Background: an optimization exercise with open tools, aiming at small area and a short achievable clock period. Do not read the settings as production practice.
Function not checked in this run: the RTL went through the layout flow alone.
Power and IR drop assume default switching activity.

### flow/constraint.sdc
create_clock -name core_clock -period 18.0 [get_ports {clk}]
set_input_delay 3.6000 -clock core_clock [delete_from_list [all_inputs] [get_ports {clk}]]
set_output_delay 3.6000 -clock core_clock [all_outputs]
set_load 0.01 [all_outputs]
### flow/design.v
module win_matcher (
    input              clk,
    input              rst,
    input              cfg_we,
    input      [5:0]   cfg_addr,
    input      [13:0]  cfg_data,
    input              maj_we,
    input      [3:0]   maj_grp,
    input      [8:0]   maj_data,
    input              bnd,
    input              bnd_open,
    input      [13:0]  bnd_slot,
    input      [13:0]  bnd_sweep,
    input      [5:0]   bnd_info,
    input      [1:0]   hit_valid,
    input      [27:0]  hit_tile,
    input      [27:0]  hit_out,
    input      [5:0]   hit_flags,
    output reg         rec_valid,
    output reg [2:0]   rec_beat,
    output     [111:0] rec_data
);
    localparam NWIN  = 16;
    localparam NGRP  = 16;
    localparam NLIST = 4;
    localparam NREC  = 40;
    localparam [13:0] CMAX = 14'h3FFF;
    localparam [27:0] SMAX = 28'hFFFFFFF;
    localparam [19:0] EMAX = 20'hFFFFF;
    reg [6:0] d_u0   [0:NWIN-1];
    reg [6:0] d_u1   [0:NWIN-1];
    reg [6:0] d_v0   [0:NWIN-1];
    reg [6:0] d_v1   [0:NWIN-1];
    reg       d_en   [0:NWIN-1];
    reg [3:0] d_grp  [0:NWIN-1];
    reg [2:0] d_um   [0:NWIN-1];
    reg       d_neg  [0:NWIN-1];
    reg [4:0] d_mse  [0:NWIN-1];
    reg [5:0] d_minc [0:NWIN-1];
    reg [7:0] d_msm  [0:NWIN-1];
    reg [8:0] maj    [0:NGRP-1];
    always @(posedge clk) begin
        if (cfg_we) begin
            case (cfg_addr[1:0])
                2'd0: begin
                    d_u0[cfg_addr[5:2]] <= cfg_data[13:7];
                    d_u1[cfg_addr[5:2]] <= cfg_data[6:0];
                end
                2'd1: begin
                    d_v0[cfg_addr[5:2]] <= cfg_data[13:7];
                    d_v1[cfg_addr[5:2]] <= cfg_data[6:0];
                end
                2'd2: begin
                    d_en [cfg_addr[5:2]] <= cfg_data[13];
                    d_grp[cfg_addr[5:2]] <= cfg_data[12:9];
                    d_um [cfg_addr[5:2]] <= cfg_data[8:6];
                    d_neg[cfg_addr[5:2]] <= cfg_data[5];
                    d_mse[cfg_addr[5:2]] <= cfg_data[4:0];
                end
                default: begin
                    d_minc[cfg_addr[5:2]] <= cfg_data[13:8];
                    d_msm [cfg_addr[5:2]] <= cfg_data[7:0];
                end
            endcase
        end
        if (maj_we)
            maj[maj_grp] <= (maj_data > 9'd256) ? 9'd256 : maj_data;
    end
    reg        open;           
    reg        cur;            
    reg        cbank;          
    reg        cl1, cl2;       
    reg [3:0]  ridx_cnt;       
    reg [13:0] h_slot  [0:1];
    reg [13:0] h_sweep [0:1];
    reg [5:0]  h_info  [0:1];
    reg [3:0]  h_ridx  [0:1];
    reg [13:0] h_hits  [0:1];
    wire opening = bnd && bnd_open;
    wire nbank   = ~cur;
    always @(posedge clk) begin
        if (rst) begin
            open     <= 1'b0;
            cur      <= 1'b0;
            cbank    <= 1'b0;
            cl1      <= 1'b0;
            cl2      <= 1'b0;
            ridx_cnt <= 4'd0;
        end else begin
            cl1 <= bnd && open;
            cl2 <= cl1;
            if (bnd) begin
                if (open)
                    cbank <= cur;
                open <= bnd_open;
                if (bnd_open) begin
                    cur      <= nbank;
                    ridx_cnt <= open ? ridx_cnt + 4'd1 : 4'd0;
                end
            end
        end
    end
    always @(posedge clk) begin
        if (opening) begin
            h_slot [nbank] <= bnd_slot;
            h_sweep[nbank] <= bnd_sweep;
            h_info [nbank] <= bnd_info;
            h_ridx [nbank] <= open ? ridx_cnt + 4'd1 : 4'd0;
        end
    end
    wire [1:0] nhits = {1'b0, hit_valid[0]} + {1'b0, hit_valid[1]};
    wire [14:0] hits_add = {1'b0, h_hits[cur]} + {13'd0, nhits};
    always @(posedge clk) begin
        if (opening)
            h_hits[nbank] <= 14'd0;
        if (open && !rst)
            h_hits[cur] <= (hits_add > {1'b0, CMAX}) ? CMAX : hits_add[13:0];
    end
    wire [6:0]  hu0 = hit_tile[6:0];
    wire [6:0]  hv0 = hit_tile[13:7];
    wire [6:0]  hu1 = hit_tile[20:14];
    wire [6:0]  hv1 = hit_tile[27:21];
    wire [12:0] pos0 = hit_out[13]  ? 13'd0 : hit_out[12:0];
    wire [12:0] pos1 = hit_out[27]  ? 13'd0 : hit_out[26:14];
    wire [14*NWIN-1:0] c_cnt;
    wire [28*NWIN-1:0] c_sum;
    genvar w;
    generate
        for (w = 0; w < NWIN; w = w + 1) begin : g_win
            reg [13:0] cnt0, cnt1;
            reg [27:0] sum0, sum1;
            wire q0 = hit_valid[0] && d_en[w] &&
                      d_u0[w] <= hu0 && hu0 <= d_u1[w] &&
                      d_v0[w] <= hv0 && hv0 <= d_v1[w] &&
                      ((hit_flags[2:0] & d_um[w]) == d_um[w]);
            wire q1 = hit_valid[1] && d_en[w] &&
                      d_u0[w] <= hu1 && hu1 <= d_u1[w] &&
                      d_v0[w] <= hv1 && hv1 <= d_v1[w] &&
                      ((hit_flags[5:3] & d_um[w]) == d_um[w]);
            wire [1:0]  cadd = {1'b0, q0} + {1'b0, q1};
            wire [13:0] sadd = (q0 ? {1'b0, pos0} : 14'd0) + (q1 ? {1'b0, pos1} : 14'd0);
            wire [13:0] cold = cur ? cnt1 : cnt0;
            wire [27:0] sold = cur ? sum1 : sum0;
            wire [14:0] cnew = {1'b0, cold} + {13'd0, cadd};
            wire [28:0] snew = {1'b0, sold} + {15'd0, sadd};
            wire [13:0] csat_new = cnew[14] ? CMAX : cnew[13:0];
            wire [27:0] ssat_new = snew[28] ? SMAX : snew[27:0];
            always @(posedge clk) begin
                if (opening && nbank == 1'b0) begin
                    cnt0 <= 14'd0;
                    sum0 <= 28'd0;
                end else if (open && cur == 1'b0) begin
                    cnt0 <= csat_new;
                    sum0 <= ssat_new;
                end
                if (opening && nbank == 1'b1) begin
                    cnt1 <= 14'd0;
                    sum1 <= 28'd0;
                end else if (open && cur == 1'b1) begin
                    cnt1 <= csat_new;
                    sum1 <= ssat_new;
                end
            end
            assign c_cnt[14*w +: 14] = cbank ? cnt1 : cnt0;
            assign c_sum[28*w +: 28] = cbank ? sum1 : sum0;
        end
    endgenerate
    reg [14*NREC-1:0] ev;
    reg [NWIN-1:0]    mbit;
    reg [NWIN-1:0]    wsat;
    reg [4:0]         gcnt;
    reg               gsat;
    reg [4:0]         nmatch;
    reg [38:0]        thr;
    reg [13:0]        c_w;
    reg [27:0]        s_w;
    reg [19:0]        e_w;
    reg               m;
    integer           k, j, g;
    always @* begin
        ev     = {14*NREC{1'b0}};
        mbit   = {NWIN{1'b0}};
        wsat   = {NWIN{1'b0}};
        nmatch = 5'd0;
        for (k = 0; k < NWIN; k = k + 1) begin
            c_w = c_cnt[14*k +: 14];
            s_w = c_sum[28*k +: 28];
            thr = {31'd0, d_msm[k]} << d_mse[k];
            e_w = (s_w > {8'd0, EMAX}) ? EMAX : s_w[19:0];
            m = (c_w >= ((d_minc[k] == 6'd0) ? 14'd1 : {8'd0, d_minc[k]})) &&
                ({11'd0, s_w} >= thr);
            if (d_neg[k])
                m = !m;
            if (!d_en[k])
                m = 1'b0;
            mbit[k] = m;
            wsat[k] = d_en[k] && (c_w == CMAX || s_w == SMAX);
            if (m) begin
                for (j = 0; j < NLIST; j = j + 1) begin
                    if (nmatch == j[4:0]) begin
                        ev[14*(22 + 3*j) +: 14] = {e_w[19:14], 4'd0, k[3:0]};
                        ev[14*(23 + 3*j) +: 14] = c_w;
                        ev[14*(24 + 3*j) +: 14] = e_w[13:0];
                    end
                end
                nmatch = nmatch + 5'd1;
            end
        end
        ev[14*0 +: 14] = h_slot[cbank];
        ev[14*1 +: 14] = h_sweep[cbank];
        ev[14*2 +: 14] = {h_info[cbank], 4'd0, h_ridx[cbank]};
        ev[14*3 +: 14] = h_hits[cbank];
        ev[14*4 +: 14] = mbit[13:0];
        ev[14*5 +: 14] = {12'd0, mbit[15:14]};
        for (g = 0; g < NGRP; g = g + 1) begin
            gcnt = 5'd0;
            gsat = 1'b0;
            for (k = 0; k < NWIN; k = k + 1) begin
                if (d_grp[k] == g[3:0]) begin
                    gcnt = gcnt + {4'd0, mbit[k]};
                    gsat = gsat | wsat[k];
                end
            end
            ev[14*(6 + g) +: 14] = {(maj[g] != 9'd0) && ({4'd0, gcnt} >= maj[g]), gsat, 3'd0, 4'd0, gcnt};
        end
        ev[14*34 +: 14] = {(nmatch > NLIST), 1'b0, 1'b0, 2'd0, 4'd0, nmatch};
        for (k = 0; k < NWIN; k = k + 1) begin
            if (d_en[k] && c_cnt[14*k +: 14] == CMAX) ev[14*34 + 12] = 1'b1;
            if (d_en[k] && c_sum[28*k +: 28] == SMAX) ev[14*34 + 11] = 1'b1;
        end
    end
    reg [14*NREC-1:0] rec;
    always @(posedge clk) begin
        if (cl2)
            rec <= ev;
    end
    always @(posedge clk) begin
        if (rst) begin
            rec_valid <= 1'b0;
            rec_beat  <= 3'd0;
        end else if (cl2) begin
            rec_valid <= 1'b1;
            rec_beat  <= 3'd0;
        end else if (rec_valid) begin
            if (rec_beat == 3'd4)
                rec_valid <= 1'b0;
            else
                rec_beat <= rec_beat + 3'd1;
        end
    end
    assign rec_data = rec[112*rec_beat +: 112];
endmodule
### flow/config.mk
export PLATFORM = sky130hd
export DESIGN_NAME = win_matcher
export DESIGN_NICKNAME = win_matcher
export VERILOG_FILES = /design/flow/design.v
export SDC_FILE = /design/flow/constraint.sdc
export NUM_CORES = 8
export LEC_CHECK = 0
export CAP_MARGIN = 20
export CORE_MARGIN = 2
export CORE_UTILIZATION = 40
export SLEW_MARGIN = 20
### flow/run.sh
#!/bin/bash
# synth_recipe.tcl (not shown) runs the flow's synth.tcl, then flattens the netlist and writes it again
# the make line also repeats each setting of config.mk as NAME=value (left out here)
make -C /OpenROAD-flow-scripts/flow DESIGN_CONFIG=/design/flow/config.mk WORK_HOME=/design/flow/orfs CLKGATE_MAP_FILE= SYNTH_SCRIPT=/design/flow/synth_recipe.tcl finish
==> summary.md <==
| Metric | Value |
|---|---|
| Detailed Place HPWL | `767000 µm` |
| Met2 WL | `428000 µm` |
| GPL Wtd Cong | `1.04` |
| Core ar. | `578000 µm²` |
| Footprint of the multi-input gates | `150000 µm²` |
| Register area share after synthesis | `30.9%` |
| Async S/R FF share, synth | `0%` |
| CTS tree | `built` |
| Area Overhead vs Synth | `10.5%` |
| Post-synthesis compound-gate area fraction | `19.5%` |
| Hold Violations, Final | `0` |
| Critical R2R Launch | `d_mse[0][0]$_DFFE_PP_` |
| Slowest cell delay on critical path | `780 ps` |
| Largest cells by area after synthesis | `edfxtp_1, ha_1, dfxtp_1, nand2_1, mux2i_1` |
| Final worst slack | `2120 ps` |
| # resized after CTS | `0` |
| Worst-Margin Slew | `1250 ps` |
| Slew headroom | `16.0%` |
| Leak | `98.2 nW` |
| Critical path's top delay family | `adder cells` |
| DRC | `0` |
| Most common cell after layout, fill and taps aside | `nand2_1` |
| Max clock buf depth | `4` |
| Gate Count Post-Synth | `26981` |
| VDD IR max | `0.000115 V` |
| Initial DRC count | `27196` |
| Met1 WL | `430000 µm` |
| Tot GR Track Use | `33.6%` |
| Power per cell area | `115 nW/µm²` |
| Top FF cell, synth | `edfxtp_1` |
| Vias in the first global route | `199833` |
| Root Buffer | `clkbuf_16` |
| Crit path required time | `18770 ps` |
| DRT Wirelength | `1030000 µm` |
| Fin cells | `34776` |
| Min Clock Period, post-route | `15880 ps` |
| FMAX | `63.0 MHz` |
| Hold WS | `438 ps` |
| Die Span Y | `766 µm` |
| Initial antenna violation count | `106` |
| # port buffers | `252` |
| RSZ-0062 raised after global routing | `false` |
| Initial Util | `40.2%` |
| Share of layout cells above drive strength 1 | `9.24%` |
| Worst Skew | `107 ps` |
| Via density | `6.24` |
| Post-synth EDFFs | `1484` |
| Clk sink count | `2842` |
| WL/cell | `29.7 µm` |
| Simple-Gate Fraction of Synth Area | `18.4%` |
| Row cnt | `279` |
| Bufs and invs on worst path | `5` |
| Post-Syn Nets | `29605` |
| Final net count | `29301` |
| Final Max Slew Viols | `0` |
| Critical path class | `register to register` |
| Mapped cell area | `232000 µm²` |
| Seq. cell area | `71800 µm²` |
| Min-Delay Path Class | `register to register` |
| Synth Register Bits | `2842` |
| Post-synth top area share | `19.2%` |
| Pin count of the biggest net entering global routing | `168` |
| Vias | `216879` |
| Fin crit share | `88.2%` |
| Design Power | `29.4 mW` |
| Adder-Cell Fraction of Synth Area | `14.2%` |
| Critical Path Fanout Max | `20` |
| Final Util | `44.4%` |
| Most frequent CP cell | `ha_1` |
| Clk Latency, worst-skew pair | `1060 ps` |
| Setup TNS Final | `0 ps` |
| Syn. warnings | `1` |
| Die X | `766 µm` |
| Placed Cells | `34046` |
| # fillers | `56221` |
| XOR/XNOR share of the synthesized area | `2.86%` |
| WP data arrival | `16650 ps` |
| Mux cell area share after synthesis | `9.13%` |
| Pre-antenna DRT Iters | `7` |
| Hold Buf Count CTS | `0` |
| Yosys top cell by area | `edfxtp_1` |
| Final setup violating endpoints | `0` |
| Hold wc startpoint | `cl1$_SDFF_PP0_` |
| WL met3 | `107000 µm` |
| Post-synth cell types | `112` |
| First-pass GRT wire length | `1450000 µm` |
| CTS H-Tree Depth | `5` |
| Setup crit end kind | `register` |
| Main combinational cell family by area after synthesis | `compound AO/OA/AOI/OAI gates` |
| Max layer used | `met5` |
| Die area | `587000 µm²` |
| Clock Pin Slew Worst Setup and Hold Paths | `70 ps` |
| Status | `finished clean` |
| Placement Setup Slack | `2190 ps` |
| Crit start category | `register` |
| TritonCTS Buffers | `350` |
| Crit path from | `d_mse[0][0]$_DFFE_PP_` |
| GRT overflow | `0` |
| # Post-CTS Setup Buffers | `0` |
| # Max-Cap Violations | `0` |
| Avg Cell Area, Syn | `8.61 µm²` |
| # IOs | `253` |
| Most frequent cells in the layout | `nand2_1, nor2_1, ha_1` |
| Post-route ant nets | `0` |
| Final design instance area without fill | `257000 µm²` |
| Slowest-stage cell, CP | `edfxtp_1` |
| Cell Area, Placed | `244000 µm²` |
## layer usage
metal | up-vias | track usage, %
met4 | 44 | 18.4
li1 | 98758 | -
met1 | 105017 | 45.4
met2 | 10971 | 49.5
met5 | - | 0.106
met3 | 2089 | 7.75
## cells by family after synthesis
kind of cell               after synthesis
AOI/OAI and AO/OA                     6872
xor gates and xnor gates               734
adders and majority gates             2499
buffers and inverters                 2994
DFF                                   2842
muxes                                 1943
and+or+nand+nor                       9097
## power breakdown
group	total [mW]	internal (mW)	switching (mW)
clock network	7.52	4.28	3.24
logic	13.9	4.33	9.52
registers	8.00	7.60	0.394
total	29.4	16.2	13.2
## path summary, 6_finish.rpt
path                   endpoint  slack [ps]  depth (start not counted)
max reg2reg  rec[167]$_DFFE_PP_        2120                         64
min              cl2$_SDFF_PP0_         440                          1
max          rec[167]$_DFFE_PP_        2120                         64
min reg2reg      cl2$_SDFF_PP0_         440                          1
## cells in the mapped netlist (52+ instances only)
master,instances
buf_1,179
xnor2_1,501
edfxtp_1,1484
nand4_1,411
inv_1,1484
a211o_1,62
nor3b_1,52
a211oi_1,852
buf_2,98
nand2_1,2849
a22o_1,55
o211ai_1,348
clkbuf_1,1201
a31oi_1,169
nor4_1,224
nor2b_1,564
and3_1,138
a22oi_1,205
a21oi_1,1865
or2_2,130
xor2_1,217
a221oi_1,145
nor2_1,2509
mux2_2,852
a311oi_1,529
o21a_1,341
and4_1,68
a21boi_0,139
o221ai_1,56
a21o_1,170
and2_1,194
o22ai_1,306
mux2i_1,1032
nand3_1,787
dfxtp_1,1358
nand2b_1,472
ha_1,2245
o21ai_0,1107
mux4_2,52
nor3_1,431
fa_1,242
## state kept, by name, indices dropped and copies added (netlist names), 112 cells and up, named ones only
signal,flops
g_win.sum1,448
rec,340
d_u0,112
d_v0,112
d_msm,128
g_win.cnt1,224
g_win.cnt0,224
d_v1,112
d_u1,112
maj,144
g_win.sum0,448
## layout make-up
type,count,share of cell area (%)
Timing Repair Buffer,838,2.79
Antenna cell,75,0.0732
Clock buffer,443,3.69
Multi-Input combinational cell,21145,58.6
Inverter,1500,2.20
Sequential cell,2842,28.0
Clock inverter,206,0.956
Tap cell,7727,3.77

-- separate check: timing with driven ports --
The flow's constraints put no driver on any port. The routed layout listed below was extracted and timed again, unchanged, in two steps. Step 1: set_driving_cell puts a clkbuf_16 on clk and a buf_2 on each other input, an assumption about the parent block. Step 2 moves the port delays by t, midway between the first and last clock arrival at a register: inputs arrive t later, outputs are due t later. That takes back most of the time a late clock gives input paths. Three values: no drivers, after step 1, after step 2; two values: the first two.
shift t [ns]: 1.147
slack for setup (ns): 2.124 / 2.124 / 2.124
hold WS [ns]: 0.438 / 0.438 / 0.438
latest minus earliest clock arrival (ns): 0.108 / 0.108
After both steps setup and hold are still met in this run. For this run, drivers alone change the setup slack by 0.000 ns; drivers and shift together by 0.000 ns.
